This design comes from an exercise in tuning for small area, a short achievable clock period and few clock cycles per item on the open sky130 flow, not from production work.
Function was checked by simulation only, so behaviour that the tests miss may differ from the original.

## flow/design.v (module list and top-level ports; edited modules follow where they fit)
// module clu_law: 499 lines
// module clu_mac: 1922 lines
// module clu_xmul: 396 lines
module clu_law (
    input  wire        clk,
    input  wire        rst,           
    input  wire        start,
    output wire        ready,
    output reg         done,
    input  wire [23:0] err_value,
    input  wire        err_ovr,
    input  wire [1:0]  win,           
    input  wire [1:0]  nsec,
    input  wire        ffg,
    input  wire        startm,
    input  wire [1:0]  cmd,           
    input  wire [15:0] manduty,
    input  wire [15:0] dmin,
    input  wire [15:0] dmax,
    input  wire [31:0] g_in,          
    input  wire [31:0] kp,
    input  wire [31:0] ki,
    input  wire [31:0] kd,
    input  wire [31:0] imax,
    input  wire [31:0] imin,
    input  wire [31:0] ffk,
    input  wire [31:0] s0b0, input wire [31:0] s0b1, input wire [31:0] s0b2,
    input  wire [31:0] s0a1, input wire [31:0] s0a2,
    input  wire [31:0] s1b0, input wire [31:0] s1b1, input wire [31:0] s1b2,
    input  wire [31:0] s1a1, input wire [31:0] s1a2,
    input  wire [31:0] s2b0, input wire [31:0] s2b1, input wire [31:0] s2b2,
    input  wire [31:0] s2a1, input wire [31:0] s2a2,
    output reg  [31:0] x_out,
    output reg  [31:0] p_out,
    output wire [31:0] i_out,
    output reg  [31:0] d_out,
    output reg  [31:0] ff_out,
    output reg  [31:0] pre_out,
    output reg  [15:0] duty_out,
    output reg         sat_hi,
    output reg         sat_lo,
    output reg         awhold,
    output reg         nsat,
    output reg         preset_sat,
    output reg  [1:0]  mode           
);
  // ...
==> flow/flow/run.sh <==
#!/bin/bash
# Standard layout (the standard.sh, standard synthesis) with a denser
# floorplan, the smallest buffer on every port, and timing repair aiming at a
# setup margin below the 25 ns clock so that the achieved period is short.
set -euo pipefail
bash standard.sh CORE_UTILIZATION=30 PLACE_DENSITY=0.5 SETUP_SLACK_MARGIN=18.5 \
    "BUFFER_PORTS_ARGS=-buffer_cell sky130_fd_sc_hd__buf_1" finish > standard.log 2>&1
==> flow/standard.sh <==
#!/bin/bash
# synth_recipe.tcl (not shown) runs the flow's synth.tcl, then flattens the netlist and writes it again
# the make line also repeats each setting of config.mk as NAME=value (left out here)
make -C /OpenROAD-flow-scripts/flow DESIGN_CONFIG=/design/flow/config.mk WORK_HOME=/design/flow/orfs CLKGATE_MAP_FILE= SYNTH_SCRIPT=/design/flow/synth_recipe.tcl "${@:-finish}"
==> flow/config.mk <==
export PLATFORM = sky130hd
export DESIGN_NAME = clu_law
export DESIGN_NICKNAME = clu_law
export VERILOG_FILES = /design/flow/design.v
export SDC_FILE = /design/flow/constraint.sdc
export NUM_CORES = 4
export LEC_CHECK = 0
export CAP_MARGIN = 20
export CORE_MARGIN = 2
export CORE_UTILIZATION = 30
export PLACE_DENSITY = 0.5
export SLEW_MARGIN = 20
==> flow/constraint.sdc <==
create_clock -name core_clock -period 25.0 [get_ports {clk}]
set_input_delay 5.0000 -clock core_clock [delete_from_list [all_inputs] [get_ports {clk}]]
set_output_delay 5.0000 -clock core_clock [all_outputs]
set_load 0.01 [all_outputs]
==> summary.md, run 1 <==
| Metric | Value |
|---|---|
| Status | no timing/DRC/antenna violations |
| Final #Nets | 12730 |
| Post-DP HPWL | 360400 um |
| CP required | 25.59 ns |
| Seq/total area | 20.61% |
| Fin crit share | 26.41% |
| Gpl congestion | 1.025 |
| Arr. time, crit path | 7.19 ns |
| Post-route ant nets | 0 |
| Combinational family with the most area after synthesis | adder cells |
| Slew HR | 17.23% |
| Cells along the critical path | buf_1 > a221o_1 > a221oi_2 > nand4_1 > a221oi_1 > a31oi_1 |
| R2r setup slk | 18.48 ns |
| IO buf count | 1004 |
| # hold bufs at CTS | 0 |
| Placeable Area | 291100 um2 |
| Worst Path Class, Setup | primary input to register |
| Fillers | 30060 |
| Share of cells above drive strength 1 | 11.34% |
| FF/Latch Area | 21480 um2 |
| Hold path start | y21[21]$_SDFFE_PP0P_ |
| XOR/XNOR Fraction of Synth Area | 8.614% |
| Hold Crit Depth | 2 |
| Total iterations of the first detailed-routing run | 9 |
| CTS Buffer Depth | 3 |
| Slew Limit Fails | 0 |
| TNS Setup | 0 ns |
| Number of post-CTS setup repair buffers | 135 |
| Mux contribution to synthesized area | 2.621% |
| M3 GR Usage | 9.468% |
| Root Driver | clkbuf_16 |
| DRT met1 WL | 190000 um |
| Post-CTS sizing | 356 |
| Ys Warns | 1 |
| Syn avg cell area | 8.894 um2 |
| CP top delay family | compound AO/OA/AOI/OAI gates |
| GRT Total Usage | 31.03% |
| Hold WS | 0.4308 ns |
| Top-count cell post-synth | inv_1 |
Testbench counts, summed over its fixed seeds: cycles 158,610, items 9,600.
==> module clu_law, before the edit <==
module clu_law (
    input  wire        clk,
    input  wire        rst,           
    input  wire        start,
    output wire        ready,
    output reg         done,
    input  wire [23:0] err_value,
    input  wire        err_ovr,
    input  wire [1:0]  win,           
    input  wire [1:0]  nsec,
    input  wire        ffg,
    input  wire        startm,
    input  wire [1:0]  cmd,           
    input  wire [15:0] manduty,
    input  wire [15:0] dmin,
    input  wire [15:0] dmax,
    input  wire [31:0] g_in,          
    input  wire [31:0] kp,
    input  wire [31:0] ki,
    input  wire [31:0] kd,
    input  wire [31:0] imax,
    input  wire [31:0] imin,
    input  wire [31:0] ffk,
    input  wire [31:0] s0b0, input wire [31:0] s0b1, input wire [31:0] s0b2,
    input  wire [31:0] s0a1, input wire [31:0] s0a2,
    input  wire [31:0] s1b0, input wire [31:0] s1b1, input wire [31:0] s1b2,
    input  wire [31:0] s1a1, input wire [31:0] s1a2,
    input  wire [31:0] s2b0, input wire [31:0] s2b1, input wire [31:0] s2b2,
    input  wire [31:0] s2a1, input wire [31:0] s2a2,
    output reg  [31:0] x_out,
    output reg  [31:0] p_out,
    output wire [31:0] i_out,
    output reg  [31:0] d_out,
    output reg  [31:0] ff_out,
    output reg  [31:0] pre_out,
    output reg  [15:0] duty_out,
    output reg         sat_hi,
    output reg         sat_lo,
    output reg         awhold,
    output reg         nsat,
    output reg         preset_sat,
    output reg  [1:0]  mode           
);
    localparam [1:0] M_WAIT = 2'd1, M_AUTO = 2'd2, M_MAN = 2'd3;
    localparam [1:0] C_AUTO = 2'd1, C_MAN = 2'd2, C_PRESET = 2'd3;
    localparam [4:0] ST_IDLE = 5'd0,  ST_DIV0 = 5'd1,  ST_DIV  = 5'd2,  ST_SEC  = 5'd3,
                     ST_FF   = 5'd4,  ST_XW   = 5'd5,  ST_I    = 5'd6,  ST_P    = 5'd7,
                     ST_D    = 5'd8,  ST_X5   = 5'd9,  ST_ITR2 = 5'd10, ST_TW1  = 5'd11,
                     ST_TW2  = 5'd12, ST_PRE  = 5'd13, ST_W1   = 5'd14, ST_W2   = 5'd15,
                     ST_X6   = 5'd16, ST_DIVW = 5'd17, ST_TW3 = 5'd18;
    localparam [3:0] A_ZERO = 4'd0,  A_V01 = 4'd1,  A_V02 = 4'd2,  A_Y01 = 4'd3,
                     A_Y02  = 4'd4,  A_Y11 = 4'd5,  A_Y12 = 4'd6,  A_Y21 = 4'd7,
                     A_Y22  = 4'd8,  A_X   = 4'd9,  A_RND = 4'd10, A_SDIF = 4'd11,
                     A_FFK  = 4'd12, A_PSUM = 4'd13, A_MD = 4'd14, A_REM = 4'd15;
    localparam [4:0] B_S0B2 = 5'd0,  B_S0B1 = 5'd1,  B_S0A1 = 5'd2,  B_S0A2 = 5'd3,  B_S0B0 = 5'd4,
                     B_S1B2 = 5'd5,  B_S1B1 = 5'd6,  B_S1A1 = 5'd7,  B_S1A2 = 5'd8,  B_S1B0 = 5'd9,
                     B_S2B2 = 5'd10, B_S2B1 = 5'd11, B_S2A1 = 5'd12, B_S2A2 = 5'd13, B_S2B0 = 5'd14,
                     B_KP   = 5'd15, B_KI   = 5'd16, B_KD   = 5'd17, B_G    = 5'd18, B_ONE  = 5'd19;
    localparam [1:0] K_ZERO = 2'd0, K_INT = 2'd1, K_FF = 2'd2;
    localparam [3:0] R_NOP = 4'd0, R_SEC0 = 4'd1, R_SEC1 = 4'd2, R_SEC2 = 4'd3, R_FF = 4'd4,
                     R_IA  = 4'd5, R_P    = 4'd6, R_D    = 4'd7, R_ITR  = 4'd8, R_PRE = 4'd9;
    localparam signed [31:0] Q_ONE  = 32'sh4000_0000;
    localparam signed [31:0] Q_HALF = 32'sh2000_0000;
    reg [4:0]  st;
    reg [1:0]  sec;
    reg [2:0]  tap;
    reg [4:0]  cnt;           
    reg        first;         
    reg        transfer, manual, preset;
    reg [1:0]  nsec_r;
    reg [31:0] v01, v02, y01, y02, y11, y12, y21, y22;
    reg        f11, f12, f21, f22;
    reg [31:0] s_prev;
    reg [31:0] integ;
    assign i_out = integ;
    reg    rdy;               
    assign ready = rdy;
    reg [33:0] opA;
    reg [31:0] opB;
    reg        m_ld, m_neg;
    reg [1:0]  m_ksel;
    reg [3:0]  m_rtag;
    reg [3:0]  r_tag;
    reg        r_hold;
    reg [65:0] accS, accC;    
    wire [65:0] acc = accS + accC;
    reg [23:0] xr_v;
    reg        xr_ovr;
    reg [1:0]  xr_win;
    reg [33:0] xz;
    wire [16:0] wincode = 17'd4000 << xr_win;
    wire        xneg    = xr_v[23];
    wire        xclamp  = xr_ovr || ($signed(xr_v) >= $signed({8'd0, wincode})) ||
                          ($signed(xr_v) <= -$signed({8'd0, wincode}));
    wire [33:0] xz_n;
    clu_xmul u_xmul (.t(xr_v[14:0] ^ {15{xneg}}), .s(xneg), .y(xz_n));
    wire [33:0] xround  = xz + ({33'd0, 1'b1} << xr_win);
    wire [29:0] xmag    = xround >> ({1'b0, xr_win} + 3'd1);
    wire [31:0] x_n     = xclamp ? (xneg ? -Q_ONE : Q_ONE)
                                 : (xneg ? (32'd0 - {2'b00, xmag}) : {2'b00, xmag});
    always @(posedge clk) begin
        xr_v   <= err_value;
        xr_ovr <= err_ovr;
        xr_win <= win;
        xz     <= xz_n;
        x_out  <= x_n;
    end
    wire [35:0] acc_hi = acc[65:30];
    wire        acc_inc = acc[29] & (~acc[65] | (|acc[28:0]));
    wire [31:0] rcy;
    genvar gi;
    generate
        for (gi = 0; gi < 32; gi = gi + 1) begin : g_rcy
            if (gi == 0) begin : g0
                assign rcy[gi] = acc_inc;
            end else begin : gn
                assign rcy[gi] = acc_inc & (&acc_hi[gi-1:0]);
            end
        end
    endgenerate
    wire [30:0] rlow = acc_hi[30:0] ^ rcy[30:0];
    wire [4:0]  rtop = acc_hi[35:31] + {4'd0, rcy[31]};
    wire        ovp = ~rtop[4] & (|rtop[3:0]);
    wire        ovn = rtop[4] & ~(&rtop[3:0]);
    wire        rsat = ovp | ovn;
    wire [31:0] rnd = ovp ? 32'h7FFF_FFFF : ovn ? 32'h8000_0000 : {rtop[0], rlow};
    reg  [31:0] imin_r, imax_r;
    reg  [15:0] dmin_r, dmax_r, mand_r;
    always @(posedge clk) begin
        imin_r <= imin;
        imax_r <= imax;
        dmin_r <= dmin;
        dmax_r <= dmax;
        mand_r <= manduty;
    end
    reg  [31:0] rr;
    reg         rr_sat;
    reg  [1:0]  r2_op;        
    wire        i_lo = $signed(rr) < $signed(imin_r);
    wire        i_hi = $signed(rr) > $signed(imax_r);
    wire [31:0] iclamp = i_lo ? imin_r : i_hi ? imax_r : rr;
    wire [21:0] dh   = acc_hi[35:14];
    wire [21:0] dh1  = dh + 22'd1;
    wire        dc   = (acc_inc == acc[65]) ? acc_hi[13] :
                       acc_inc ? (acc_hi[13] | (&acc_hi[12:0])) :
                                 (acc_hi[13] & (|acc_hi[12:0]));
    wire        dhi0 = $signed(dh)  > $signed({6'd0, dmax_r});
    wire        dhi1 = $signed(dh1) > $signed({6'd0, dmax_r});
    wire        dlo0 = $signed(dh)  < $signed({6'd0, dmin_r});
    wire        dlo1 = $signed(dh1) < $signed({6'd0, dmin_r});
    wire        r_hi = ovp | (!ovn & (dc ? dhi1 : dhi0));
    wire        r_lo = ovn | (!ovp & (dc ? dlo1 : dlo0));
    wire [15:0] duty_r = dc ? dh1[15:0] : dh[15:0];
    reg  [15:0] m_duty;
    reg         m_hi, m_lo;
    always @(posedge clk) begin
        m_duty <= (mand_r < dmin_r) ? dmin_r : (mand_r > dmax_r) ? dmax_r : mand_r;
        m_hi   <= mand_r > dmax_r;
        m_lo   <= mand_r < dmin_r;
    end
    wire        g_low = g_in[31] | ~(g_in[30] | g_in[29]);
    wire [31:0] g_eff = ffg ? (g_low ? Q_HALF : g_in) : Q_ONE;
    wire [31:0] s_reg = (nsec_r == 2'd0) ? x_out : (nsec_r == 2'd1) ? y01 :
                        (nsec_r == 2'd2) ? y11 : y21;
    wire [33:0] sdiff = preset ? 34'd0 : ({{2{s_reg[31]}}, s_reg} - {{2{s_prev[31]}}, s_prev});
    wire [31:0] psum_d = d_out;
    wire [31:0] psum_z = (st == ST_ITR2) ? 32'd0 : integ;
    wire [33:0] psum = {{2{p_out[31]}}, p_out} + {{2{psum_d[31]}}, psum_d} + {{2{psum_z[31]}}, psum_z};
    wire        div_bit = opB[5'd31 - cnt];
    wire [32:0] div_try = {opA[31:0], div_bit};
    wire [32:0] div_den = {opB, 1'b0};
    wire        div_ge  = div_try >= div_den;
    wire [32:0] div_sub = div_try - div_den;
    wire [31:0] div_rem = div_ge ? div_sub[31:0] : div_try[31:0];
    reg [3:0]  asel;
    reg [4:0]  bsel;
    reg        o_ld, o_neg;
    reg [1:0]  o_ksel;
    reg [3:0]  o_rtag;
    always @(*) begin
        asel   = A_ZERO;
        bsel   = B_G;
        o_ld   = 1'b1;
        o_neg  = 1'b0;
        o_ksel = K_ZERO;
        o_rtag = R_NOP;
        case (st)
            ST_IDLE: begin asel = A_V02; bsel = B_S0B2; end
            ST_DIV0: begin asel = A_MD;  bsel = B_G; end
            ST_DIV:  begin asel = A_REM; bsel = B_G; end
            ST_SEC: begin
                o_ld = 1'b0;
                case (tap)
                    3'd0: begin
                        o_ld = 1'b1;
                        case (sec)
                            2'd0:    begin asel = A_V02; bsel = B_S0B2; end
                            2'd1:    begin asel = f12 ? A_Y02 : A_ZERO; bsel = B_S1B2; end
                            default: begin asel = f22 ? A_Y12 : A_ZERO; bsel = B_S2B2; end
                        endcase
                    end
                    3'd1: begin
                        case (sec)
                            2'd0:    begin asel = A_V01; bsel = B_S0B1; end
                            2'd1:    begin asel = f11 ? A_Y01 : A_ZERO; bsel = B_S1B1; end
                            default: begin asel = f21 ? A_Y11 : A_ZERO; bsel = B_S2B1; end
                        endcase
                    end
                    3'd2: begin
                        o_neg = 1'b1;
                        o_ld  = (sec == 2'd0) && preset;
                        case (sec)
                            2'd0:    begin asel = A_Y01; bsel = B_S0A1; end
                            2'd1:    begin asel = A_Y11; bsel = B_S1A1; end
                            default: begin asel = A_Y21; bsel = B_S2A1; end
                        endcase
                    end
                    3'd3: begin
                        o_neg = 1'b1;
                        case (sec)
                            2'd0:    begin asel = A_Y02; bsel = B_S0A2; end
                            2'd1:    begin asel = A_Y12; bsel = B_S1A2; end
                            default: begin asel = A_Y22; bsel = B_S2A2; end
                        endcase
                    end
                    default: begin
                        case (sec)
                            2'd0:    begin asel = A_X;   bsel = B_S0B0; o_rtag = R_SEC0; end
                            2'd1:    begin asel = A_Y01; bsel = B_S1B0; o_rtag = R_SEC1; end
                            default: begin asel = A_Y11; bsel = B_S2B0; o_rtag = R_SEC2; end
                        endcase
                    end
                endcase
            end
            ST_FF:   begin asel = A_FFK; bsel = B_G; o_rtag = R_FF; end
            ST_I: begin
                asel   = (nsec_r == 2'd0) ? A_X : A_RND;
                bsel   = B_KI;
                o_ksel = K_INT;
                o_rtag = (manual || transfer) ? R_NOP : R_IA;
            end
            ST_P: begin
                case (nsec_r)
                    2'd0:    asel = A_X;
                    2'd1:    asel = A_Y01;
                    2'd2:    asel = A_Y11;
                    default: asel = A_Y21;
                endcase
                bsel = B_KP; o_rtag = R_P;
            end
            ST_D:    begin asel = A_SDIF; bsel = B_KD; o_rtag = R_D; end
            ST_X6:   begin asel = A_FFK;  bsel = B_ONE; o_neg = 1'b1; o_ksel = K_INT; end
            ST_ITR2: begin asel = A_PSUM; bsel = B_ONE; o_neg = 1'b1; o_ld = 1'b0; o_rtag = R_ITR; end
            ST_PRE:  begin asel = A_PSUM; bsel = B_G; o_ksel = K_FF; o_rtag = R_PRE; end
            default: ;
        endcase
    end
    reg [33:0] a_nx;
    always @(*) begin
        case (asel)
            A_V01:   a_nx = {{2{v01[31]}}, v01};
            A_V02:   a_nx = {{2{v02[31]}}, v02};
            A_Y01:   a_nx = {{2{y01[31]}}, y01};
            A_Y02:   a_nx = {{2{y02[31]}}, y02};
            A_Y11:   a_nx = {{2{y11[31]}}, y11};
            A_Y12:   a_nx = {{2{y12[31]}}, y12};
            A_Y21:   a_nx = {{2{y21[31]}}, y21};
            A_Y22:   a_nx = {{2{y22[31]}}, y22};
            A_X:     a_nx = {{2{x_out[31]}}, x_out};
            A_RND:   a_nx = {{2{rnd[31]}}, rnd};
            A_SDIF:  a_nx = sdiff;
            A_FFK:   a_nx = {{2{ffk[31]}}, ffk};
            A_PSUM:  a_nx = psum;
            A_MD:    a_nx = {5'd0, m_duty, 13'd0};
            A_REM:   a_nx = {2'b00, div_rem};
            default: a_nx = 34'd0;
        endcase
    end
    reg [31:0] b_nx;
    always @(*) begin
        case (bsel)
            B_S0B2:  b_nx = s0b2;
            B_S0B1:  b_nx = s0b1;
            B_S0A1:  b_nx = s0a1;
            B_S0A2:  b_nx = s0a2;
            B_S0B0:  b_nx = s0b0;
            B_S1B2:  b_nx = s1b2;
            B_S1B1:  b_nx = s1b1;
            B_S1A1:  b_nx = s1a1;
            B_S1A2:  b_nx = s1a2;
            B_S1B0:  b_nx = s1b0;
            B_S2B2:  b_nx = s2b2;
            B_S2B1:  b_nx = s2b1;
            B_S2A1:  b_nx = s2a1;
            B_S2A2:  b_nx = s2a2;
            B_S2B0:  b_nx = s2b0;
            B_KP:    b_nx = kp;
            B_KI:    b_nx = ki;
            B_KD:    b_nx = kd;
            B_ONE:   b_nx = Q_ONE;
            default: b_nx = g_eff;
        endcase
    end
    reg [65:0] kval;
    always @(*) begin
        case (m_ksel)
            K_INT:   kval = {{4{integ[31]}}, integ, 30'd0};
            K_FF:    kval = {{4{ff_out[31]}}, ff_out, 30'd0};
            default: kval = 66'd0;
        endcase
    end
    wire [65:0] mac_c = m_ld ? kval : accS;
    wire [65:0] mac_d = m_ld ? 66'd0 : accC;
    wire [65:0] mac_s, mac_k;
    clu_mac u_mac (.a(opA), .b(opB), .c(mac_c), .d(mac_d), .neg(m_neg), .ys(mac_s), .yc(mac_k));
    wire a_nz = |opA;
    wire b_nz = |opB;
    wire kis_pos = a_nz && b_nz && (opA[33] == opB[31]);
    wire kis_neg = a_nz && b_nz && (opA[33] != opB[31]);
    always @(posedge clk) begin
        opA    <= a_nx;
        opB    <= b_nx;
        m_ld   <= o_ld;
        m_neg  <= o_neg;
        m_ksel <= o_ksel;
        accS   <= mac_s;
        accC   <= mac_k;
        r_hold <= (sat_hi && kis_pos) || (sat_lo && kis_neg);
    end
    always @(posedge clk) begin
        if (rst) begin
            st         <= ST_IDLE;
            rdy        <= 1'b1;
            done       <= 1'b0;
            first      <= 1'b0;
            m_rtag     <= R_NOP;
            r_tag      <= R_NOP;
            r2_op      <= 2'd0;
            v01 <= 32'd0; v02 <= 32'd0;
            y01 <= 32'd0; y02 <= 32'd0;
            y11 <= 32'd0; y12 <= 32'd0;
            y21 <= 32'd0; y22 <= 32'd0;
            f11 <= 1'b0; f12 <= 1'b0; f21 <= 1'b0; f22 <= 1'b0;
            s_prev     <= 32'd0;
            integ      <= 32'd0;
            sat_hi     <= 1'b0;
            sat_lo     <= 1'b0;
            mode       <= M_WAIT;
        end else begin
            done   <= 1'b0;
            first  <= 1'b0;
            m_rtag <= o_rtag;
            r_tag  <= m_rtag;
            case (st)
                ST_IDLE: begin
                    if (start) begin
                        rdy    <= 1'b0;
                        first  <= 1'b1;
                        nsec_r <= nsec;
                        if (mode == M_WAIT) begin
                            transfer <= !startm;
                            manual   <= startm;
                            preset   <= 1'b0;
                        end else begin
                            transfer <= (mode == M_MAN) && (cmd == C_AUTO);
                            manual   <= ((mode == M_MAN) && (cmd != C_AUTO)) ||
                                        ((mode == M_AUTO) && (cmd == C_MAN));
                            preset   <= (cmd == C_PRESET);
                        end
                        nsat       <= 1'b0;
                        preset_sat <= 1'b0;
                        awhold     <= 1'b0;
                        sec <= 2'd0;
                        tap <= 3'd1;
                        if ((mode == M_WAIT) ? !startm : ((mode == M_MAN) && (cmd == C_AUTO)))
                            st <= ST_DIVW;
                        else if (nsec == 2'd0)
                            st <= ST_FF;
                        else
                            st <= ST_SEC;
                    end
                end
                ST_DIVW: st <= ST_DIV0;
                ST_DIV0: begin
                    cnt <= 5'd0;
                    st  <= ST_DIV;
                end
                ST_DIV: begin
                    integ <= {integ[30:0], div_ge};
                    cnt   <= cnt + 5'd1;
                    sec   <= 2'd0;
                    tap   <= 3'd0;
                    if (cnt == 5'd31)
                        st <= (nsec_r == 2'd0) ? ST_FF : ST_SEC;
                end
                ST_SEC: begin
                    if (tap == 3'd4) begin
                        tap <= 3'd0;
                        if ({1'b0, sec} + 3'd1 >= {1'b0, nsec_r})
                            st <= ST_FF;
                        else
                            sec <= sec + 2'd1;
                    end else begin
                        tap <= tap + 3'd1;
                    end
                end
                ST_FF:   st <= (nsec_r == 2'd0 && !transfer) ? ST_XW : ST_I;
                ST_XW:   st <= ST_I;
                ST_I:    st <= ST_P;
                ST_P:    st <= ST_D;
                ST_D: begin
                    s_prev <= s_reg;
                    st     <= ST_X5;
                end
                ST_X5:   st <= ST_X6;
                ST_X6:   st <= transfer ? ST_ITR2 : ST_PRE;
                ST_ITR2: st <= ST_TW1;
                ST_TW1:  st <= ST_TW2;
                ST_TW2:  st <= ST_TW3;
                ST_TW3:  st <= ST_PRE;
                ST_PRE:  st <= ST_W1;
                ST_W1:   st <= ST_W2;
                default: begin               
                    st  <= ST_IDLE;
                    rdy <= 1'b1;
                end
            endcase
            if (first) begin
                if (preset || nsec_r == 2'd0) begin
                    v01 <= 32'd0; v02 <= 32'd0; y01 <= 32'd0; y02 <= 32'd0;
                end
                if (preset || nsec_r <= 2'd1) begin
                    y11 <= 32'd0; y12 <= 32'd0; f11 <= 1'b0; f12 <= 1'b0;
                end
                if (preset || nsec_r <= 2'd2) begin
                    y21 <= 32'd0; y22 <= 32'd0; f21 <= 1'b0; f22 <= 1'b0;
                end
            end
            r2_op  <= (r_tag == R_IA && !r_hold) ? 2'd1 : (r_tag == R_ITR) ? 2'd2 : 2'd0;
            rr     <= rnd;
            rr_sat <= rsat;
            if (r2_op != 2'd0) begin
                integ <= iclamp;
                if (rr_sat) nsat <= 1'b1;
                if (r2_op == 2'd2 && (i_lo || i_hi)) preset_sat <= 1'b1;
            end
            case (r_tag)
                R_SEC0: begin
                    v02 <= v01; v01 <= x_out;
                    y02 <= y01; y01 <= rnd;
                    if (rsat) nsat <= 1'b1;
                end
                R_SEC1: begin
                    f12 <= f11; f11 <= 1'b1;
                    y12 <= y11; y11 <= rnd;
                    if (rsat) nsat <= 1'b1;
                end
                R_SEC2: begin
                    f22 <= f21; f21 <= 1'b1;
                    y22 <= y21; y21 <= rnd;
                    if (rsat) nsat <= 1'b1;
                end
                R_FF: begin
                    ff_out <= rnd;
                    if (rsat) nsat <= 1'b1;
                end
                R_IA: begin
                    if (r_hold) awhold <= 1'b1;
                end
                R_P: begin
                    p_out <= rnd;
                    if (rsat) nsat <= 1'b1;
                end
                R_D: begin
                    d_out <= rnd;
                    if (rsat) nsat <= 1'b1;
                end
                R_ITR: ;
                R_PRE: begin
                    pre_out <= rnd;
                    if (rsat) nsat <= 1'b1;
                    if (manual) begin
                        duty_out <= m_duty;
                        sat_hi   <= m_hi;
                        sat_lo   <= m_lo;
                        mode     <= M_MAN;
                    end else begin
                        duty_out <= r_hi ? dmax_r : r_lo ? dmin_r : duty_r[15:0];
                        sat_hi   <= r_hi;
                        sat_lo   <= r_lo;
                        mode     <= M_AUTO;
                    end
                    done <= 1'b1;
                end
                default: ;
            endcase
        end
    end
endmodule
==> module clu_xmul, before the edit <==
module clu_xmul (input wire [14:0] t, input wire s, output wire [33:0] y);
    wire s1 = ~t[13] ^ t[11];
    wire k2 = ~t[13] & t[11];
    wire s3 = ~t[14] ^ t[12];
    wire k4 = ~t[14] & t[12];
    wire s5 = t[13] ^ ~t[10] ^ ~t[6];
    wire k6 = (t[13] & ~t[10]) | (t[13] & ~t[6]) | (~t[10] & ~t[6]);
    wire s7 = t[4] ^ t[2];
    wire k8 = t[4] & t[2];
    wire s9 = t[14] ^ ~t[11] ^ ~t[7];
    wire k10 = (t[14] & ~t[11]) | (t[14] & ~t[7]) | (~t[11] & ~t[7]);
    wire s11 = t[5] ^ t[3];
    wire k12 = t[5] & t[3];
    wire s13 = ~t[12] ^ ~t[8] ^ t[6];
    wire k14 = (~t[12] & ~t[8]) | (~t[12] & t[6]) | (~t[8] & t[6]);
    wire s15 = ~t[13] ^ ~t[9] ^ t[7];
    wire k16 = (~t[13] & ~t[9]) | (~t[13] & t[7]) | (~t[9] & t[7]);
    wire s17 = t[5] ^ ~t[3];
    wire k18 = t[5] & ~t[3];
    wire s19 = ~t[14] ^ ~t[10] ^ t[8];
    wire k20 = (~t[14] & ~t[10]) | (~t[14] & t[8]) | (~t[10] & t[8]);
    wire s21 = t[6] ^ ~t[4];
    wire k22 = t[6] & ~t[4];
    wire s23 = ~t[11] ^ t[9];
    wire k24 = ~t[11] & t[9];
    wire s25 = ~t[12] ^ t[10] ^ t[8];
    wire k26 = (~t[12] & t[10]) | (~t[12] & t[8]) | (t[10] & t[8]);
    wire s27 = ~t[6] ^ ~t[3];
    wire k28 = ~t[6] & ~t[3];
    wire s29 = ~t[13] ^ t[11] ^ t[9];
    wire k30 = (~t[13] & t[11]) | (~t[13] & t[9]) | (t[11] & t[9]);
    wire s31 = ~t[7] ^ ~t[4];
    wire k32 = ~t[7] & ~t[4];
    wire s33 = ~t[14] ^ t[12] ^ t[10];
    wire k34 = (~t[14] & t[12]) | (~t[14] & t[10]) | (t[12] & t[10]);
    wire s35 = ~t[8] ^ ~t[5] ^ t[2];
    wire k36 = (~t[8] & ~t[5]) | (~t[8] & t[2]) | (~t[5] & t[2]);
    wire s37 = t[0] ^ s;
    wire k38 = t[0] & s;
    wire s39 = t[13] ^ t[11] ^ ~t[9];
    wire k40 = (t[13] & t[11]) | (t[13] & ~t[9]) | (t[11] & ~t[9]);
    wire s41 = ~t[6] ^ t[3];
    wire k42 = ~t[6] & t[3];
    wire s43 = t[14] ^ t[12] ^ ~t[10];
    wire k44 = (t[14] & t[12]) | (t[14] & ~t[10]) | (t[12] & ~t[10]);
    wire s45 = ~t[7] ^ t[4];
    wire k46 = ~t[7] & t[4];
    wire s47 = t[13] ^ ~t[11] ^ ~t[8];
    wire k48 = (t[13] & ~t[11]) | (t[13] & ~t[8]) | (~t[11] & ~t[8]);
    wire s49 = t[5] ^ t[3] ^ t[0];
    wire k50 = (t[5] & t[3]) | (t[5] & t[0]) | (t[3] & t[0]);
    wire s51 = t[14] ^ ~t[12] ^ ~t[9];
    wire k52 = (t[14] & ~t[12]) | (t[14] & ~t[9]) | (~t[12] & ~t[9]);
    wire s53 = t[6] ^ t[4];
    wire k54 = t[6] & t[4];
    wire s55 = ~t[13] ^ ~t[10] ^ t[7];
    wire k56 = (~t[13] & ~t[10]) | (~t[13] & t[7]) | (~t[10] & t[7]);
    wire s57 = ~t[14] ^ ~t[11];
    wire k58 = ~t[14] & ~t[11];
    wire s59 = ~t[12] ^ t[9];
    wire k60 = ~t[12] & t[9];
    wire s61 = ~t[13] ^ t[10];
    wire k62 = ~t[13] & t[10];
    wire s63 = ~t[14] ^ t[11] ^ t[9];
    wire k64 = (~t[14] & t[11]) | (~t[14] & t[9]) | (t[11] & t[9]);
    wire s65 = t[6] ^ ~t[2];
    wire k66 = t[6] & ~t[2];
    wire s67 = t[12] ^ t[10];
    wire k68 = t[12] & t[10];
    wire s69 = t[13] ^ t[11];
    wire k70 = t[13] & t[11];
    wire s71 = t[14] ^ t[12];
    wire k72 = t[14] & t[12];
    wire s73 = t[14] ^ t[11];
    wire k74 = t[14] & t[11];
    wire s75 = ~t[9] ^ t[7];
    wire k76 = ~t[9] & t[7];
    wire s77 = ~t[10] ^ t[8];
    wire k78 = ~t[10] & t[8];
    wire s79 = ~t[11] ^ t[9] ^ ~t[6];
    wire k80 = (~t[11] & t[9]) | (~t[11] & ~t[6]) | (t[9] & ~t[6]);
    wire s81 = ~t[2] ^ t[0];
    wire k82 = ~t[2] & t[0];
    wire s83 = ~t[12] ^ t[10] ^ ~t[7];
    wire k84 = (~t[12] & t[10]) | (~t[12] & ~t[7]) | (t[10] & ~t[7]);
    wire s85 = ~t[3] ^ t[1];
    wire k86 = ~t[3] & t[1];
    wire s87 = s1 ^ ~t[8] ^ ~t[4];
    wire k88 = (s1 & ~t[8]) | (s1 & ~t[4]) | (~t[8] & ~t[4]);
    wire s89 = t[2] ^ t[0] ^ s;
    wire k90 = (t[2] & t[0]) | (t[2] & s) | (t[0] & s);
    wire s91 = k2 ^ s3 ^ ~t[9];
    wire k92 = (k2 & s3) | (k2 & ~t[9]) | (s3 & ~t[9]);
    wire s93 = ~t[5] ^ t[3] ^ t[1];
    wire k94 = (~t[5] & t[3]) | (~t[5] & t[1]) | (t[3] & t[1]);
    wire s95 = k4 ^ s5 ^ s7;
    wire k96 = (k4 & s5) | (k4 & s7) | (s5 & s7);
    wire s97 = ~t[0] ^ ~s ^ 1'b1;
    wire k98 = (~t[0] & ~s) | (~t[0] & 1'b1) | (~s & 1'b1);
    wire s99 = k6 ^ k8 ^ s9;
    wire k100 = (k6 & k8) | (k6 & s9) | (k8 & s9);
    wire s101 = s11 ^ ~t[1] ^ 1'b1;
    wire k102 = (s11 & ~t[1]) | (s11 & 1'b1) | (~t[1] & 1'b1);
    wire s103 = k10 ^ k12 ^ s13;
    wire k104 = (k10 & k12) | (k10 & s13) | (k12 & s13);
    wire s105 = t[4] ^ ~t[2] ^ 1'b1;
    wire k106 = (t[4] & ~t[2]) | (t[4] & 1'b1) | (~t[2] & 1'b1);
    wire s107 = k14 ^ s15 ^ s17;
    wire k108 = (k14 & s15) | (k14 & s17) | (s15 & s17);
    wire s109 = ~t[0] ^ ~s ^ 1'b1;
    wire k110 = (~t[0] & ~s) | (~t[0] & 1'b1) | (~s & 1'b1);
    wire s111 = k16 ^ k18 ^ s19;
    wire k112 = (k16 & k18) | (k16 & s19) | (k18 & s19);
    wire s113 = s21 ^ ~t[1] ^ 1'b1;
    wire k114 = (s21 & ~t[1]) | (s21 & 1'b1) | (~t[1] & 1'b1);
    wire s115 = k20 ^ k22 ^ s23;
    wire k116 = (k20 & k22) | (k20 & s23) | (k22 & s23);
    wire s117 = t[7] ^ ~t[5] ^ ~t[2];
    wire k118 = (t[7] & ~t[5]) | (t[7] & ~t[2]) | (~t[5] & ~t[2]);
    wire s119 = k24 ^ s25 ^ s27;
    wire k120 = (k24 & s25) | (k24 & s27) | (s25 & s27);
    wire s121 = t[0] ^ s ^ 1'b1;
    wire k122 = (t[0] & s) | (t[0] & 1'b1) | (s & 1'b1);
    wire s123 = k26 ^ k28 ^ s29;
    wire k124 = (k26 & k28) | (k26 & s29) | (k28 & s29);
    wire s125 = s31 ^ t[1] ^ 1'b1;
    wire k126 = (s31 & t[1]) | (s31 & 1'b1) | (t[1] & 1'b1);
    wire s127 = k30 ^ k32 ^ s33;
    wire k128 = (k30 & k32) | (k30 & s33) | (k32 & s33);
    wire s129 = s35 ^ s37 ^ 1'b1;
    wire k130 = (s35 & s37) | (s35 & 1'b1) | (s37 & 1'b1);
    wire s131 = k34 ^ k36 ^ k38;
    wire k132 = (k34 & k36) | (k34 & k38) | (k36 & k38);
    wire s133 = s39 ^ s41 ^ t[1];
    wire k134 = (s39 & s41) | (s39 & t[1]) | (s41 & t[1]);
    wire s135 = k40 ^ k42 ^ s43;
    wire k136 = (k40 & k42) | (k40 & s43) | (k42 & s43);
    wire s137 = s45 ^ t[2] ^ 1'b1;
    wire k138 = (s45 & t[2]) | (s45 & 1'b1) | (t[2] & 1'b1);
    wire s139 = k44 ^ k46 ^ s47;
    wire k140 = (k44 & k46) | (k44 & s47) | (k46 & s47);
    wire s141 = s49 ^ s ^ 1'b1;
    wire k142 = (s49 & s) | (s49 & 1'b1) | (s & 1'b1);
    wire s143 = k48 ^ k50 ^ s51;
    wire k144 = (k48 & k50) | (k48 & s51) | (k50 & s51);
    wire s145 = s53 ^ t[1] ^ 1'b1;
    wire k146 = (s53 & t[1]) | (s53 & 1'b1) | (t[1] & 1'b1);
    wire s147 = k52 ^ k54 ^ s55;
    wire k148 = (k52 & k54) | (k52 & s55) | (k54 & s55);
    wire s149 = t[5] ^ t[2] ^ 1'b1;
    wire k150 = (t[5] & t[2]) | (t[5] & 1'b1) | (t[2] & 1'b1);
    wire s151 = k56 ^ s57 ^ t[8];
    wire k152 = (k56 & s57) | (k56 & t[8]) | (s57 & t[8]);
    wire s153 = t[6] ^ t[3] ^ 1'b1;
    wire k154 = (t[6] & t[3]) | (t[6] & 1'b1) | (t[3] & 1'b1);
    wire s155 = k58 ^ s59 ^ t[7];
    wire k156 = (k58 & s59) | (k58 & t[7]) | (s59 & t[7]);
    wire s157 = t[4] ^ ~t[0] ^ ~s;
    wire k158 = (t[4] & ~t[0]) | (t[4] & ~s) | (~t[0] & ~s);
    wire s159 = k60 ^ s61 ^ t[8];
    wire k160 = (k60 & s61) | (k60 & t[8]) | (s61 & t[8]);
    wire s161 = t[5] ^ ~t[1] ^ 1'b1;
    wire k162 = (t[5] & ~t[1]) | (t[5] & 1'b1) | (~t[1] & 1'b1);
    wire s163 = k62 ^ s63 ^ s65;
    wire k164 = (k62 & s63) | (k62 & s65) | (s63 & s65);
    wire s165 = t[0] ^ s ^ 1'b1;
    wire k166 = (t[0] & s) | (t[0] & 1'b1) | (s & 1'b1);
    wire s167 = k64 ^ k66 ^ s67;
    wire k168 = (k64 & k66) | (k64 & s67) | (k66 & s67);
    wire s169 = t[7] ^ ~t[3] ^ t[1];
    wire k170 = (t[7] & ~t[3]) | (t[7] & t[1]) | (~t[3] & t[1]);
    wire s171 = k68 ^ s69 ^ t[8];
    wire k172 = (k68 & s69) | (k68 & t[8]) | (s69 & t[8]);
    wire s173 = ~t[4] ^ t[2] ^ 1'b1;
    wire k174 = (~t[4] & t[2]) | (~t[4] & 1'b1) | (t[2] & 1'b1);
    wire s175 = k70 ^ s71 ^ t[9];
    wire k176 = (k70 & s71) | (k70 & t[9]) | (s71 & t[9]);
    wire s177 = ~t[5] ^ t[3] ^ 1'b1;
    wire k178 = (~t[5] & t[3]) | (~t[5] & 1'b1) | (t[3] & 1'b1);
    wire s179 = k72 ^ t[13] ^ t[10];
    wire k180 = (k72 & t[13]) | (k72 & t[10]) | (t[13] & t[10]);
    wire s181 = ~t[6] ^ t[4] ^ 1'b1;
    wire k182 = (~t[6] & t[4]) | (~t[6] & 1'b1) | (t[4] & 1'b1);
    wire s183 = s73 ^ ~t[7] ^ t[5];
    wire k184 = (s73 & ~t[7]) | (s73 & t[5]) | (~t[7] & t[5]);
    wire s185 = t[0] ^ s ^ 1'b1;
    wire k186 = (t[0] & s) | (t[0] & 1'b1) | (s & 1'b1);
    wire s187 = k74 ^ t[12] ^ ~t[8];
    wire k188 = (k74 & t[12]) | (k74 & ~t[8]) | (t[12] & ~t[8]);
    wire s189 = t[6] ^ t[1] ^ 1'b1;
    wire k190 = (t[6] & t[1]) | (t[6] & 1'b1) | (t[1] & 1'b1);
    wire s191 = t[13] ^ ~t[9] ^ t[7];
    wire k192 = (t[13] & ~t[9]) | (t[13] & t[7]) | (~t[9] & t[7]);
    wire s193 = t[2] ^ 1'b1;
    wire k194 = t[2] & 1'b1;
    wire s195 = t[14] ^ ~t[10] ^ t[8];
    wire k196 = (t[14] & ~t[10]) | (t[14] & t[8]) | (~t[10] & t[8]);
    wire s197 = t[3] ^ 1'b1;
    wire k198 = t[3] & 1'b1;
    wire s199 = ~t[11] ^ t[9] ^ t[4];
    wire k200 = (~t[11] & t[9]) | (~t[11] & t[4]) | (t[9] & t[4]);
    wire s201 = ~t[12] ^ t[10];
    wire k202 = ~t[12] & t[10];
    wire s203 = ~t[13] ^ t[11];
    wire k204 = ~t[13] & t[11];
    wire s205 = ~t[14] ^ t[12];
    wire k206 = ~t[14] & t[12];
    wire s207 = ~t[5] ^ t[3];
    wire k208 = ~t[5] & t[3];
    wire s209 = ~t[6] ^ t[4];
    wire k210 = ~t[6] & t[4];
    wire s211 = ~t[7] ^ t[5];
    wire k212 = ~t[7] & t[5];
    wire s213 = ~t[8] ^ t[6];
    wire k214 = ~t[8] & t[6];
    wire s215 = s75 ^ ~t[4] ^ ~t[0];
    wire k216 = (s75 & ~t[4]) | (s75 & ~t[0]) | (~t[4] & ~t[0]);
    wire s217 = k76 ^ s77 ^ ~t[5];
    wire k218 = (k76 & s77) | (k76 & ~t[5]) | (s77 & ~t[5]);
    wire s219 = k78 ^ s79 ^ s81;
    wire k220 = (k78 & s79) | (k78 & s81) | (s79 & s81);
    wire s221 = k80 ^ k82 ^ s83;
    wire k222 = (k80 & k82) | (k80 & s83) | (k82 & s83);
    wire s223 = k84 ^ k86 ^ s87;
    wire k224 = (k84 & k86) | (k84 & s87) | (k86 & s87);
    wire s225 = k88 ^ k90 ^ s91;
    wire k226 = (k88 & k90) | (k88 & s91) | (k90 & s91);
    wire s227 = k92 ^ k94 ^ s95;
    wire k228 = (k92 & k94) | (k92 & s95) | (k94 & s95);
    wire s229 = k96 ^ k98 ^ s99;
    wire k230 = (k96 & k98) | (k96 & s99) | (k98 & s99);
    wire s231 = k100 ^ k102 ^ s103;
    wire k232 = (k100 & k102) | (k100 & s103) | (k102 & s103);
    wire s233 = k104 ^ k106 ^ s107;
    wire k234 = (k104 & k106) | (k104 & s107) | (k106 & s107);
    wire s235 = k108 ^ k110 ^ s111;
    wire k236 = (k108 & k110) | (k108 & s111) | (k110 & s111);
    wire s237 = k112 ^ k114 ^ s115;
    wire k238 = (k112 & k114) | (k112 & s115) | (k114 & s115);
    wire s239 = k116 ^ k118 ^ s119;
    wire k240 = (k116 & k118) | (k116 & s119) | (k118 & s119);
    wire s241 = k120 ^ k122 ^ s123;
    wire k242 = (k120 & k122) | (k120 & s123) | (k122 & s123);
    wire s243 = k124 ^ k126 ^ s127;
    wire k244 = (k124 & k126) | (k124 & s127) | (k126 & s127);
    wire s245 = k128 ^ k130 ^ s131;
    wire k246 = (k128 & k130) | (k128 & s131) | (k130 & s131);
    wire s247 = k132 ^ k134 ^ s135;
    wire k248 = (k132 & k134) | (k132 & s135) | (k134 & s135);
    wire s249 = k136 ^ k138 ^ s139;
    wire k250 = (k136 & k138) | (k136 & s139) | (k138 & s139);
    wire s251 = k140 ^ k142 ^ s143;
    wire k252 = (k140 & k142) | (k140 & s143) | (k142 & s143);
    wire s253 = k144 ^ k146 ^ s147;
    wire k254 = (k144 & k146) | (k144 & s147) | (k146 & s147);
    wire s255 = k148 ^ k150 ^ s151;
    wire k256 = (k148 & k150) | (k148 & s151) | (k150 & s151);
    wire s257 = k152 ^ k154 ^ s155;
    wire k258 = (k152 & k154) | (k152 & s155) | (k154 & s155);
    wire s259 = k156 ^ k158 ^ s159;
    wire k260 = (k156 & k158) | (k156 & s159) | (k158 & s159);
    wire s261 = k160 ^ k162 ^ s163;
    wire k262 = (k160 & k162) | (k160 & s163) | (k162 & s163);
    wire s263 = k164 ^ k166 ^ s167;
    wire k264 = (k164 & k166) | (k164 & s167) | (k166 & s167);
    wire s265 = k168 ^ k170 ^ s171;
    wire k266 = (k168 & k170) | (k168 & s171) | (k170 & s171);
    wire s267 = k172 ^ k174 ^ s175;
    wire k268 = (k172 & k174) | (k172 & s175) | (k174 & s175);
    wire s269 = k176 ^ k178 ^ s179;
    wire k270 = (k176 & k178) | (k176 & s179) | (k178 & s179);
    wire s271 = k180 ^ k182 ^ s183;
    wire k272 = (k180 & k182) | (k180 & s183) | (k182 & s183);
    wire s273 = k184 ^ k186 ^ s187;
    wire k274 = (k184 & k186) | (k184 & s187) | (k186 & s187);
    wire s275 = k188 ^ k190 ^ s191;
    wire k276 = (k188 & k190) | (k188 & s191) | (k190 & s191);
    wire s277 = k192 ^ k194 ^ s195;
    wire k278 = (k192 & k194) | (k192 & s195) | (k194 & s195);
    wire s279 = k196 ^ k198 ^ s199;
    wire k280 = (k196 & k198) | (k196 & s199) | (k198 & s199);
    wire s281 = k200 ^ s201 ^ t[5];
    wire k282 = (k200 & s201) | (k200 & t[5]) | (s201 & t[5]);
    wire s283 = k202 ^ s203 ^ t[6];
    wire k284 = (k202 & s203) | (k202 & t[6]) | (s203 & t[6]);
    wire s285 = k204 ^ s205 ^ t[7];
    wire k286 = (k204 & s205) | (k204 & t[7]) | (s205 & t[7]);
    wire s287 = k206 ^ t[13];
    wire k288 = k206 & t[13];
    wire s289 = t[14] ^ t[9];
    wire k290 = t[14] & t[9];
    wire s291 = ~t[2] ^ t[0];
    wire k292 = ~t[2] & t[0];
    wire s293 = ~t[3] ^ t[1];
    wire k294 = ~t[3] & t[1];
    wire s295 = ~t[4] ^ t[2];
    wire k296 = ~t[4] & t[2];
    wire s297 = s207 ^ ~t[0] ^ ~s;
    wire k298 = (s207 & ~t[0]) | (s207 & ~s) | (~t[0] & ~s);
    wire s299 = k208 ^ s209 ^ ~t[1];
    wire k300 = (k208 & s209) | (k208 & ~t[1]) | (s209 & ~t[1]);
    wire s301 = k210 ^ s211 ^ ~t[2];
    wire k302 = (k210 & s211) | (k210 & ~t[2]) | (s211 & ~t[2]);
    wire s303 = k212 ^ s213 ^ ~t[3];
    wire k304 = (k212 & s213) | (k212 & ~t[3]) | (s213 & ~t[3]);
    wire s305 = k214 ^ s215 ^ ~s;
    wire k306 = (k214 & s215) | (k214 & ~s) | (s215 & ~s);
    wire s307 = k216 ^ s217 ^ ~t[1];
    wire k308 = (k216 & s217) | (k216 & ~t[1]) | (s217 & ~t[1]);
    wire s309 = k218 ^ s219 ^ s;
    wire k310 = (k218 & s219) | (k218 & s) | (s219 & s);
    wire s311 = k220 ^ s221 ^ s85;
    wire k312 = (k220 & s221) | (k220 & s85) | (s221 & s85);
    wire s313 = k222 ^ s223 ^ s89;
    wire k314 = (k222 & s223) | (k222 & s89) | (s223 & s89);
    wire s315 = k224 ^ s225 ^ s93;
    wire k316 = (k224 & s225) | (k224 & s93) | (s225 & s93);
    wire s317 = k226 ^ s227 ^ s97;
    wire k318 = (k226 & s227) | (k226 & s97) | (s227 & s97);
    wire s319 = k228 ^ s229 ^ s101;
    wire k320 = (k228 & s229) | (k228 & s101) | (s229 & s101);
    wire s321 = k230 ^ s231 ^ s105;
    wire k322 = (k230 & s231) | (k230 & s105) | (s231 & s105);
    wire s323 = k232 ^ s233 ^ s109;
    wire k324 = (k232 & s233) | (k232 & s109) | (s233 & s109);
    wire s325 = k234 ^ s235 ^ s113;
    wire k326 = (k234 & s235) | (k234 & s113) | (s235 & s113);
    wire s327 = k236 ^ s237 ^ s117;
    wire k328 = (k236 & s237) | (k236 & s117) | (s237 & s117);
    wire s329 = k238 ^ s239 ^ s121;
    wire k330 = (k238 & s239) | (k238 & s121) | (s239 & s121);
    wire s331 = k240 ^ s241 ^ s125;
    wire k332 = (k240 & s241) | (k240 & s125) | (s241 & s125);
    wire s333 = k242 ^ s243 ^ s129;
    wire k334 = (k242 & s243) | (k242 & s129) | (s243 & s129);
    wire s335 = k244 ^ s245 ^ s133;
    wire k336 = (k244 & s245) | (k244 & s133) | (s245 & s133);
    wire s337 = k246 ^ s247 ^ s137;
    wire k338 = (k246 & s247) | (k246 & s137) | (s247 & s137);
    wire s339 = k248 ^ s249 ^ s141;
    wire k340 = (k248 & s249) | (k248 & s141) | (s249 & s141);
    wire s341 = k250 ^ s251 ^ s145;
    wire k342 = (k250 & s251) | (k250 & s145) | (s251 & s145);
    wire s343 = k252 ^ s253 ^ s149;
    wire k344 = (k252 & s253) | (k252 & s149) | (s253 & s149);
    wire s345 = k254 ^ s255 ^ s153;
    wire k346 = (k254 & s255) | (k254 & s153) | (s255 & s153);
    wire s347 = k256 ^ s257 ^ s157;
    wire k348 = (k256 & s257) | (k256 & s157) | (s257 & s157);
    wire s349 = k258 ^ s259 ^ s161;
    wire k350 = (k258 & s259) | (k258 & s161) | (s259 & s161);
    wire s351 = k260 ^ s261 ^ s165;
    wire k352 = (k260 & s261) | (k260 & s165) | (s261 & s165);
    wire s353 = k262 ^ s263 ^ s169;
    wire k354 = (k262 & s263) | (k262 & s169) | (s263 & s169);
    wire s355 = k264 ^ s265 ^ s173;
    wire k356 = (k264 & s265) | (k264 & s173) | (s265 & s173);
    wire s357 = k266 ^ s267 ^ s177;
    wire k358 = (k266 & s267) | (k266 & s177) | (s267 & s177);
    wire s359 = k268 ^ s269 ^ s181;
    wire k360 = (k268 & s269) | (k268 & s181) | (s269 & s181);
    wire s361 = k270 ^ s271 ^ s185;
    wire k362 = (k270 & s271) | (k270 & s185) | (s271 & s185);
    wire s363 = k272 ^ s273 ^ s189;
    wire k364 = (k272 & s273) | (k272 & s189) | (s273 & s189);
    wire s365 = k274 ^ s275 ^ s193;
    wire k366 = (k274 & s275) | (k274 & s193) | (s275 & s193);
    wire s367 = k276 ^ s277 ^ s197;
    wire k368 = (k276 & s277) | (k276 & s197) | (s277 & s197);
    wire s369 = k278 ^ s279 ^ 1'b1;
    wire k370 = (k278 & s279) | (k278 & 1'b1) | (s279 & 1'b1);
    wire s371 = k280 ^ s281 ^ 1'b1;
    wire k372 = (k280 & s281) | (k280 & 1'b1) | (s281 & 1'b1);
    wire s373 = k282 ^ s283 ^ 1'b1;
    wire k374 = (k282 & s283) | (k282 & 1'b1) | (s283 & 1'b1);
    wire s375 = k284 ^ s285 ^ 1'b1;
    wire k376 = (k284 & s285) | (k284 & 1'b1) | (s285 & 1'b1);
    wire s377 = k286 ^ s287 ^ t[8];
    wire k378 = (k286 & s287) | (k286 & t[8]) | (s287 & t[8]);
    wire s379 = k288 ^ s289 ^ 1'b1;
    wire k380 = (k288 & s289) | (k288 & 1'b1) | (s289 & 1'b1);
    wire s381 = k290 ^ t[10] ^ 1'b1;
    wire k382 = (k290 & t[10]) | (k290 & 1'b1) | (t[10] & 1'b1);
    wire s383 = t[11] ^ 1'b1;
    wire k384 = t[11] & 1'b1;
    wire s385 = t[12] ^ 1'b1;
    wire k386 = t[12] & 1'b1;
    wire s387 = t[13] ^ 1'b1;
    wire k388 = t[13] & 1'b1;
    wire s389 = t[14] ^ 1'b1;
    wire k390 = t[14] & 1'b1;
    wire [51:0] r0 = {k388, k386, k384, k382, k380, k378, k376, k374, k372, k370, k368, k366, k364, k362, k360, k358, k356, k354, k352, k350, k348, k346, k344, k342, k340, k338, k336, k334, k332, k330, k328, k326, k324, k322, k320, k318, k316, k314, k312, k310, k308, k306, k304, k302, k300, k298, k296, k294, k292, s291, ~t[1], ~t[0]};
    wire [51:0] r1 = {s389, s387, s385, s383, s381, s379, s377, s375, s373, s371, s369, s367, s365, s363, s361, s359, s357, s355, s353, s351, s349, s347, s345, s343, s341, s339, s337, s335, s333, s331, s329, s327, s325, s323, s321, s319, s317, s315, s313, s311, s309, s307, s305, s303, s301, s299, s297, s295, s293, s, 1'b0, ~s};
    wire [51:0] sum = r0 + r1;
    assign y = sum[51:18];
endmodule
==> inputs of run 2 (changes only) <==
--- a/flow/design.v
+++ b/flow/design.v
@@ -48,5 +48,5 @@
                      ST_D    = 5'd8,  ST_X5   = 5'd9,  ST_ITR2 = 5'd10, ST_TW1  = 5'd11,
                      ST_TW2  = 5'd12, ST_PRE  = 5'd13, ST_W1   = 5'd14, ST_W2   = 5'd15,
-                     ST_X6   = 5'd16, ST_DIVW = 5'd17, ST_TW3 = 5'd18;
+                     ST_X6   = 5'd16, ST_DIVW = 5'd17, ST_TW3 = 5'd18, ST_XW2 = 5'd19;
     localparam [3:0] A_ZERO = 4'd0,  A_V01 = 4'd1,  A_V02 = 4'd2,  A_Y01 = 4'd3,
                      A_Y02  = 4'd4,  A_Y11 = 4'd5,  A_Y12 = 4'd6,  A_Y21 = 4'd7,
@@ -88,20 +88,26 @@
     reg        xr_ovr;
     reg [1:0]  xr_win;
-    reg [33:0] xz;
+    reg [33:0] xzs, xzc;      
+    reg        xzy;
+    reg [29:0] xm;            
     wire [16:0] wincode = 17'd4000 << xr_win;
     wire        xneg    = xr_v[23];
     wire        xclamp  = xr_ovr || ($signed(xr_v) >= $signed({8'd0, wincode})) ||
                           ($signed(xr_v) <= -$signed({8'd0, wincode}));
-    wire [33:0] xz_n;
-    clu_xmul u_xmul (.t(xr_v[14:0] ^ {15{xneg}}), .s(xneg), .y(xz_n));
-    wire [33:0] xround  = xz + ({33'd0, 1'b1} << xr_win);
+    wire [33:0] xzs_n, xzc_n;
+    wire        xzy_n;
+    clu_xmul u_xmul (.t(xr_v[14:0] ^ {15{xneg}}), .s(xneg), .ys(xzs_n), .yc(xzc_n), .cy(xzy_n));
+    wire [33:0] xround  = xzs + xzc + {33'd0, xzy} + ({33'd0, 1'b1} << xr_win);
     wire [29:0] xmag    = xround >> ({1'b0, xr_win} + 3'd1);
     wire [31:0] x_n     = xclamp ? (xneg ? -Q_ONE : Q_ONE)
-                                 : (xneg ? (32'd0 - {2'b00, xmag}) : {2'b00, xmag});
+                                 : (xneg ? (32'd0 - {2'b00, xm}) : {2'b00, xm});
     always @(posedge clk) begin
         xr_v   <= err_value;
         xr_ovr <= err_ovr;
         xr_win <= win;
-        xz     <= xz_n;
+        xzs    <= xzs_n;
+        xzc    <= xzc_n;
+        xzy    <= xzy_n;
+        xm     <= xmag;
         x_out  <= x_n;
     end
@@ -164,7 +170,12 @@
                         (nsec_r == 2'd2) ? y11 : y21;
     wire [33:0] sdiff = preset ? 34'd0 : ({{2{s_reg[31]}}, s_reg} - {{2{s_prev[31]}}, s_prev});
-    wire [31:0] psum_d = d_out;
-    wire [31:0] psum_z = (st == ST_ITR2) ? 32'd0 : integ;
-    wire [33:0] psum = {{2{p_out[31]}}, p_out} + {{2{psum_d[31]}}, psum_d} + {{2{psum_z[31]}}, psum_z};
+    reg         psum_noi;     
+    wire [31:0] psum_z = psum_noi ? 32'd0 : integ;
+    wire [33:0] ps_a = {{2{p_out[31]}}, p_out};
+    wire [33:0] ps_b = {{2{d_out[31]}}, d_out};
+    wire [33:0] ps_c = {{2{psum_z[31]}}, psum_z};
+    wire [33:0] ps_s = ps_a ^ ps_b ^ ps_c;
+    wire [33:0] ps_k = (ps_a & ps_b) | (ps_a & ps_c) | (ps_b & ps_c);
+    wire [33:0] psum = ps_s + {ps_k[32:0], 1'b0};
     wire        div_bit = opB[5'd31 - cnt];
     wire [32:0] div_try = {opA[31:0], div_bit};
@@ -352,4 +363,5 @@
             m_rtag <= o_rtag;
             r_tag  <= m_rtag;
+            psum_noi <= (st == ST_X6) && transfer;
             case (st)
                 ST_IDLE: begin
@@ -406,5 +418,6 @@
                 end
                 ST_FF:   st <= (nsec_r == 2'd0 && !transfer) ? ST_XW : ST_I;
-                ST_XW:   st <= ST_I;
+                ST_XW:   st <= ST_XW2;
+                ST_XW2:  st <= ST_I;
                 ST_I:    st <= ST_P;
                 ST_P:    st <= ST_D;
@@ -2420,5 +2433,5 @@
     assign yc = r1;
 endmodule
-module clu_xmul (input wire [14:0] t, input wire s, output wire [33:0] y);
+module clu_xmul (input wire [14:0] t, input wire s, output wire [33:0] ys, output wire [33:0] yc, output wire cy);
     wire s1 = ~t[13] ^ t[11];
     wire k2 = ~t[13] & t[11];
@@ -2813,5 +2826,7 @@
     wire [51:0] r0 = {k388, k386, k384, k382, k380, k378, k376, k374, k372, k370, k368, k366, k364, k362, k360, k358, k356, k354, k352, k350, k348, k346, k344, k342, k340, k338, k336, k334, k332, k330, k328, k326, k324, k322, k320, k318, k316, k314, k312, k310, k308, k306, k304, k302, k300, k298, k296, k294, k292, s291, ~t[1], ~t[0]};
     wire [51:0] r1 = {s389, s387, s385, s383, s381, s379, s377, s375, s373, s371, s369, s367, s365, s363, s361, s359, s357, s355, s353, s351, s349, s347, s345, s343, s341, s339, s337, s335, s333, s331, s329, s327, s325, s323, s321, s319, s317, s315, s313, s311, s309, s307, s305, s303, s301, s299, s297, s295, s293, s, 1'b0, ~s};
-    wire [51:0] sum = r0 + r1;
-    assign y = sum[51:18];
+    wire [18:0] lsum = {1'b0, r0[17:0]} + {1'b0, r1[17:0]};
+    assign cy = lsum[18];
+    assign ys = r0[51:18];
+    assign yc = r1[51:18];
 endmodule
==> flow/flow/run.sh (replaced) <==
#!/bin/bash
# Standard layout (the standard.sh, standard synthesis) with a somewhat denser
# floorplan, the smallest buffer on every port, and timing repair aiming at a
# setup margin below the 25 ns clock so that the achieved period is short.
set -euo pipefail
bash standard.sh CORE_UTILIZATION=40 PLACE_DENSITY=0.55 SETUP_SLACK_MARGIN=18.5 \
    "BUFFER_PORTS_ARGS=-buffer_cell sky130_fd_sc_hd__buf_1" finish > standard.log 2>&1
==> run 2 against run 1 <==
  * Critical path type unchanged
  * Flip-flop and latch count grew 66
  * Synthesized cell count shrank 0.74%
  * Largest cell class unchanged
  * Worst setup slack lost 0.25 ns
==> summary.md, run 2 <==
| Metric | Value |
|---|---|
| Synthesized instance count | 9798 (was 9871) |
| Synthesized area | 89450 um2 (was 87790 um2) |
| Worst-margin pin slew | 1.265 ns (was 1.229 ns) |
| Slew HR | 15.68% (was 17.23%) |
| Final hold vios | 0 (unchanged) |
| Max Freq | 145.9 MHz (was 151.5 MHz) |
| CP startpoint kind | primary input (unchanged) |
| Worst path buffer plus inverter count | 3 (was 1) |
| Crit end category | register (unchanged) |
| Top reg by flops | accS (unchanged) |
| Worst-path clk slew | 0.06 ns (about the same) |
| Fin crit share | 27.42% (was 26.41%) |
| Max reg flops | 66 (unchanged) |
| Via Count | 85282 (was 84660) |
| Via density | 6.219 (was 5.744) |
| Post-layout util | 46.46% (was 35.81%) |
| Gpl congestion | 1.129 (was 1.025) |
| CTS H-Tree Depth | 3 (unchanged) |
| Post-DP HPWL | 374000 um (was 360400 um) |
| Placeable Area | 222300 um2 (was 291100 um2) |
| Die width | 476.9 um (was 545.0 um) |
| Die ar. | 227400 um2 (was 297000 um2) |
| Slowest-stage cell, CP | a222oi_1 (was a221oi_1) |
| Crit. path cell count | 10 (was 6) |
| Drt initial violations | 11609 (was 9953) |
| Worst Path Class, Setup | primary input to register (unchanged) |
| Hold crit path type | register to register (unchanged) |
| Ys Warns | 1 (unchanged) |
| Hold Crit Depth | 1 (was 2) |
| Largest regs | accS (66), accC (65) (unchanged) |
| Layout Area Growth over Synthesis | 15.45% (was 18.72%) |
| Post-route worst setup slack | 18.14 ns (was 18.40 ns) |
| # DRC | 0 (unchanged) |
| Async set-reset flop share out of synthesis | 0% (unchanged) |
| Starting density of the core | 40.24% (was 30.16%) |
| Share of cells above drive strength 1 | 10.17% (was 11.34%) |
| Total iterations of the first detailed-routing run | 10 (was 9) |
| Routed len/inst | 35.69 um (was 32.54 um) |
| Clock sinks | 1032 (was 966) |
| Worst-path maximum fanout | 2 (was 1) |
| Unrepaired setup endpoints after global routing | yes (unchanged) |
| Post-synth cell types | 109 (was 106) |
| Pre-CTS WS | 16.69 ns (was 16.66 ns) |
| Max Cap Viol | 0 (unchanged) |
| R2r setup slk | 18.59 ns (was 18.48 ns) |
| Synth cell count leaders | 1153 x inv_1, 836 x dfxtp_1, 813 x a22oi_1 (was 1157 x inv_1, 847 x a22oi_1, 771 x dfxtp_1) |
| Vias in the first global route | 82649 (was 83437) |
| Final setup viols | 0 (unchanged) |
| Hold WS | 0.4015 ns (was 0.4308 ns) |
| TNS Setup | 0 ns (unchanged) |
| IO buf count | 1004 (unchanged) |
| Yosys top cell by area | dfxtp_1 (unchanged) |
| Fin crit period | 6.855 ns (was 6.601 ns) |
| Number of buffers created by CTS | 114 (was 118) |
| Syn nets | 11876 (was 11919) |
| GRT Residual Overflow | 0 (unchanged) |
| Skew-Pair Late Insertion Delay | 0.83 ns (was 0.80 ns) |
| Worst Skew | 0.1079 ns (was 0.08530 ns) |
| Sequential element share of the synthesized area | 25.29% (was 24.25%) |
| Commonest cells after routing, fill and taps aside | 1151 x inv_1, 964 x buf_1, 813 x a22oi_1 (was 1142 x inv_1, 921 x buf_1, 846 x a22oi_1) |
| R2R cell count | 25 (was 27) |
| Final #Nets | 12654 (was 12730) |
| Root Driver | clkbuf_16 (unchanged) |
| Die H | 476.9 um (was 545.0 um) |
| Status | no timing/DRC/antenna violations (unchanged) |
| Synthesized flop and latch total | 1032 (was 966) |
| Top-count cell post-synth | inv_1 (unchanged) |
| Commonest non-fill, non-tap cell in the layout | inv_1 (unchanged) |
| Cells along the critical path | buf_8 > nor2_4 > nor3b_4 > buf_6 > and2_4 > buf_12 > a222oi_1 > o21ai_2 > a221oi_4 > nand4_1 (was buf_1 > a221o_1 > a221oi_2 > nand4_1 > a221oi_1 > a31oi_1) |
| First-pass GRT wire length | 667300 um (was 654800 um) |
| Ys flop type | dfxtp_1 (unchanged) |
| FP Rows | 173 (was 198) |
| Yosys top cell area share | 18.71% (was 17.58%) |
| Arr. time, crit path | 7.43 ns (was 7.19 ns) |
| WL final | 489500 um (was 479600 um) |
| Post-route ant nets | 0 (unchanged) |
| Ranking of synthesized cells by area | dfxtp_1 19%, fa_1 17%, ha_1 7.7% (was dfxtp_1 18%, fa_1 17%, ha_1 7.5%) |
| Syn avg cell area | 9.129 um2 (was 8.894 um2) |
| Delay of the slowest cell on the worst path | 0.78 ns (was 0.83 ns) |
| IO Pins | 1005 (unchanged) |
| CTS tree | done (unchanged) |
| CP required | 25.57 ns (was 25.59 ns) |
| Initial antenna violation count | 110 (was 112) |
| GRT Total Usage | 41.44% (was 31.03%) |
| CP top delay family | compound AO/OA/AOI/OAI gates (unchanged) |
| Number of synthesized flops with an enable pin | 196 (was 195) |
| Pin count of the biggest net entering global routing | 94 (was 196) |
| Slew Limit Fails | 0 (unchanged) |
| CTS Buffer Depth | 3 (unchanged) |
[run 2: cell count changes after synthesis, moves of 24 or more]
cell,before,now
mux2_2,25,75
dfxtp_1,771,836
nor2b_1,115,144
a21oi_1,455,423
ha_1,526,552
nand3_1,222,198
nand2_1,604,543
and2_1,72,28
a22o_1,63,108
mux2i_1,105,172
clkbuf_1,610,578
a31oi_1,55,30
a22oi_1,847,813
[run 2: final timing paths]
kind                             start               endpoint
setup / recovery              g_in[30]         opB[8]$_DFF_P_
hold reg to reg   m_rtag[3]$_SDFF_PP0_    r_tag[3]$_SDFF_PP0_
setup reg to reg       accC[1]$_DFF_P_  duty_out[7]$_DFFE_PP_
hold / removal    m_rtag[3]$_SDFF_PP0_    r_tag[3]$_SDFF_PP0_
[run 2: repair_timing]
action	4_1_cts	5_1_grt
setup endpoints to repair	476	323
gates resized for setup	243	132
gates cloned	4	0
hold buffers	0	0
pin swaps	31	58
setup buffers	72	30
[run 2: cell type report]
type / instances / area [um2]
inverters: 1165 / 4382
repair buffers: 1338 / 6690
fillers: 21899 / 119000
diodes: 61 / 152.6
multi-input cells: 6925 / 61530
flip-flops and latches: 1032 / 22760
well taps: 2975 / 3722
clock inverters: 60 / 695.7
clock buffers: 158 / 3336
[run 2: through the flow]
step | std cells | cell area, um2
after floorplan | 9798 | 89510
after global placement | 13325 | 96770
after detailed placement | 13326 | 96780
after CTS | 13620 | 102200
after global routing | 13679 | 103200
final | 13714 | 103300
[run 2: logic make-up (layout without fill, tap and decap cells)]
group	after synthesis	count (layout)	synth area share, %
adders and majority gates	1291	1291	24.25
other	0	61	0
muxes	293	293	4.027
buffers and inverters	1843	2721	7.828
DFF	1032	1032	25.29
and+or+nand+nor	2028	2030	10.81
AOI/OAI and AO/OA	2465	2465	19.50
xor gates and xnor gates	846	846	8.301
[run 2: routing by layer]
metal | track usage [%] | up-vias | part of all wire (%)
li1 | - | 35782 | -
met1 | 52.20 | 42831 | 38
met2 | 62.18 | 5438 | 43
met3 | 14.55 | 1181 | 12
met4 | 21.82 | 50 | 6.7
met5 | 0 | - | 0.079
Testbench counts of run 2, summed over its fixed seeds: cycles 160,515, items 9,600.

[afterwards: timing with drivers on the ports]
In the flow no input, the clock included, has a driving cell. The finished layouts below were timed again as built, in two steps.
Step 1, drivers: a clkbuf_16 drives clk and a buf_2 each remaining input, both assumed.
Step 2 also shifts input and output timing later by t, the mid clock arrival at the registers, as if the neighbouring blocks saw the same clock.
a / b / c = ideal ports / drivers / drivers and shift; a / b = the first two.
| run | t (ns) | slack for setup (ns) | latest minus earliest clock arrival (ns) |
|---|---|---|---|
| run 1 | 0.875 | 18.399 / 18.301 / 17.581 | 0.088 / 0.088 |
| run 2 | 0.852 | 18.145 / 18.118 / 17.266 | 0.108 / 0.108 |
After both steps setup and hold are still met in every run listed. For run 2, which loses most, drivers alone change the setup slack by -0.027 ns; drivers and shift together by -0.879 ns.
